This design comes from an exercise in tuning for small area on the open sky130 flow, not from production work.
The RTL was checked by simulation tests, not by an equivalence proof against the original design.
Power and IR drop assume default switching activity.

## job 101
## ox_decim
module ox_decim (
    input  wire        clk,
    input  wire        rst,           
    input  wire        start,         
    input  wire        stop,          
    input  wire        bit_valid,     
    input  wire        bit_in,        
    input  wire        coef_we,       
    input  wire [3:0]  coef_addr,     
    input  wire [31:0] coef_data,     
    output reg         out_valid,
    output wire [31:0] out_data,
    output wire        out_settled,
    output reg         running,
    output reg         coef_err
);
clock: 25.0 ns
lec_check: 0
cap_margin: 20
core_margin: 2
core_utilization: 60
slew_margin: 20
standard.sh (not shown) runs the stock make flow with config.mk's settings and CLKGATE_MAP_FILE= SYNTH_SCRIPT=/design/flow/synth_recipe.tcl, a recipe that flattens the netlist after the stock synthesis.
==> flow/flow/run.sh <==
#!/bin/bash
# Layout: the standard flow (standard.sh), with two changes to how it is
# made: the clock tree is built from clkbuf_16 leaf clusters without dummy
# balancing loads, and the port buffers are the smallest buffer cell.
set -euo pipefail
export CTS_ARGS="-sink_clustering_enable -repair_clock_nets -dont_use_dummy_load -buf_list sky130_fd_sc_hd__clkbuf_16 -sink_clustering_size 36 -sink_clustering_max_diameter 45"
export BUFFER_PORTS_ARGS="-buffer_cell sky130_fd_sc_hd__buf_1"
bash standard.sh > standard.log 2>&1
The final layout from job 101, which completed every stage, passed the timing, design-rule and antenna checks at the end of the flow.
Input changes introduced in job 102 (baseline for comparison: job 101):
==> flow/flow/run.sh <==
#!/bin/bash
# Layout: the standard flow (standard.sh), with two changes to how it is
# made: the clock tree is built from clkbuf_16 leaf clusters without dummy
# balancing loads, and the port buffers are the smallest buffer cell.
set -euo pipefail
export CTS_ARGS="-sink_clustering_enable -repair_clock_nets -dont_use_dummy_load -buf_list sky130_fd_sc_hd__clkbuf_16 -sink_clustering_size 30 -sink_clustering_max_diameter 60"
export BUFFER_PORTS_ARGS="-buffer_cell sky130_fd_sc_hd__buf_1"
bash standard.sh > standard.log 2>&1
Job 102 finished all stages; the layout is clean. Changes observed in job 102 relative to job 101: area added between synthesis and finish went down 1.6 points; wire length on met3 went down about 6%; global-route usage went down 0.27 points. On detailed placement HPWL, job 102 and job 101 are neck and neck. On post-route clock period utilization, job 102 and job 101 are neck and neck. Number of fillers in the final layout in job 102 vs job 101: up 75. Net switching component of the power (lower): job 102. Per the comparison of job 102 with job 101, overall routed net length has decreased, insertion delay of the later-clocked pin in the worst-skew pair down 0.04 ns, total power of the final layout has decreased, area of all placed cells without fillers now smaller.

---

== P ==
Another version of the RTL of ox_decim (not shown whole).
For scale: about 1900 flip-flops, about 63000 um2 of cells after synthesis.
export LEC_CHECK = 0
export ABC_AREA = 1
export CAP_MARGIN = 20
export CORE_MARGIN = 2
export CORE_UTILIZATION = 60
export SLEW_MARGIN = 20
create_clock -name core_clock -period 25.0 [get_ports {clk}]
==> flow/flow/run.sh <==
#!/bin/bash
# Layout: the standard flow (standard.sh), with two changes to how it is
# made: the clock tree is built from clkbuf_16 leaf clusters without dummy
# balancing loads, and the port buffers are the smallest buffer cell.
set -euo pipefail
export CTS_ARGS="-sink_clustering_enable -repair_clock_nets -dont_use_dummy_load -buf_list sky130_fd_sc_hd__clkbuf_16 -sink_clustering_size 24 -sink_clustering_max_diameter 100"
export BUFFER_PORTS_ARGS="-buffer_cell sky130_fd_sc_hd__buf_1"
bash standard.sh > standard.log 2>&1
P: flow completed, timing, DRC and antenna clean
For Q, these inputs were changed with respect to P:
==> flow/flow/run.sh <==
#!/bin/bash
# Layout: the standard flow (standard.sh), with two changes to how it is
# made: the clock tree is built from clkbuf_16 leaf clusters without dummy
# balancing loads, and the port buffers are the smallest buffer cell.
set -euo pipefail
export CTS_ARGS="-sink_clustering_enable -repair_clock_nets -dont_use_dummy_load -buf_list sky130_fd_sc_hd__clkbuf_16 -sink_clustering_size 28 -sink_clustering_max_diameter 80"
export BUFFER_PORTS_ARGS="-buffer_cell sky130_fd_sc_hd__buf_1"
bash standard.sh > standard.log 2>&1
==> comparison <==
Q: flow completed, timing, DRC and antenna clean. Q leaves more setup margin than P. Power: Q lower than P. Synthesized-area fraction occupied by ao, oa, aoi and oai cells came out exactly the same in Q and P. On final design area excluding fillers, P tracks Q almost exactly. Going from P to Q, final worst-path cycle share now sits at about the same level, fmax now sits at about the same level. Status: row count parity (Q, P).
What R does differently from Q at the input level:
- putting CTS_CLUSTER_DIAMETER at 100 where nothing was set
- putting CTS_BUF_LIST at sky130_fd_sc_hd__clkbuf_16 where nothing was set
- putting CTS_CLUSTER_SIZE at 30 where nothing was set
==> flow/run.sh (new file) <==
#!/bin/bash
# synth_recipe.tcl (not shown) runs the flow's synth.tcl, then flattens the netlist and writes it again
# the make line also repeats each setting of config.mk as NAME=value (left out here)
make -C /OpenROAD-flow-scripts/flow DESIGN_CONFIG=/design/flow/config.mk WORK_HOME=/design/flow/orfs CLKGATE_MAP_FILE= SYNTH_SCRIPT=/design/flow/synth_recipe.tcl finish
removed: flow/flow/run.sh
removed: flow/standard.sh
==> run summary <==
R | stages: all done | timing, DRC, antenna: all pass. When R is measured against Q, its detailed-routing iteration count for the pre-antenna-repair pass turns out 1 lower. Q → R: post-route total power picked up an extra about 0.9%, proportion of layout cells with a drive suffix above 1 neither gained nor lost much, first-pass GRT wire length picked up an extra about 0.32%. Diff R and Q: met3 usage in global routing higher in R. Taking Q as the reference point, the number of buffers outside the clock class in the layout of R rises by 2. Initial antenna violation count: R and Q compared, higher one is Q. ~same via count in R and Q. On maximum achievable frequency, R tracks Q almost exactly.

separate check: timing with driven ports:
The flow's constraints put no driver on any port. The routed layouts listed below were extracted and timed again, unchanged, in two steps. Step 1 assumes that a clkbuf_16 drives the clock port and a buf_2 every other input. Step 2 also shifts input and output timing later by t, the mid clock arrival at the registers, as if the neighbouring blocks saw the same clock. Three values: ideal ports, drivers, drivers and shift; two values: the first two.
run | t (ns) | setup WS [ns] | clock arrival spread, ns | worst register clock-pin slew, ns | cell pins on the clock port's net
job 101 | 0.790 | 4.959 / 4.959 / 4.264 | 0.083 / 0.082 | 0.10 / 0.10 | 1
job 102 | 0.742 | 4.941 / 4.941 / 4.267 | 0.098 / 0.098 | 0.11 / 0.11 | 1
P | 0.733 | 3.446 / 3.490 / 2.757 | 0.052 / 0.052 | 0.10 / 0.10 | 1
Q | 0.729 | 3.471 / 3.518 / 2.789 | 0.052 / 0.052 | 0.11 / 0.11 | 1
R | 0.762 | 3.430 / 3.410 / 2.648 | 0.042 / 0.042 | 0.12 / 0.12 | 1
After both steps every run listed still meets setup and hold. For R, which loses most, drivers alone change the setup slack by -0.020 ns; drivers and shift together by -0.782 ns.
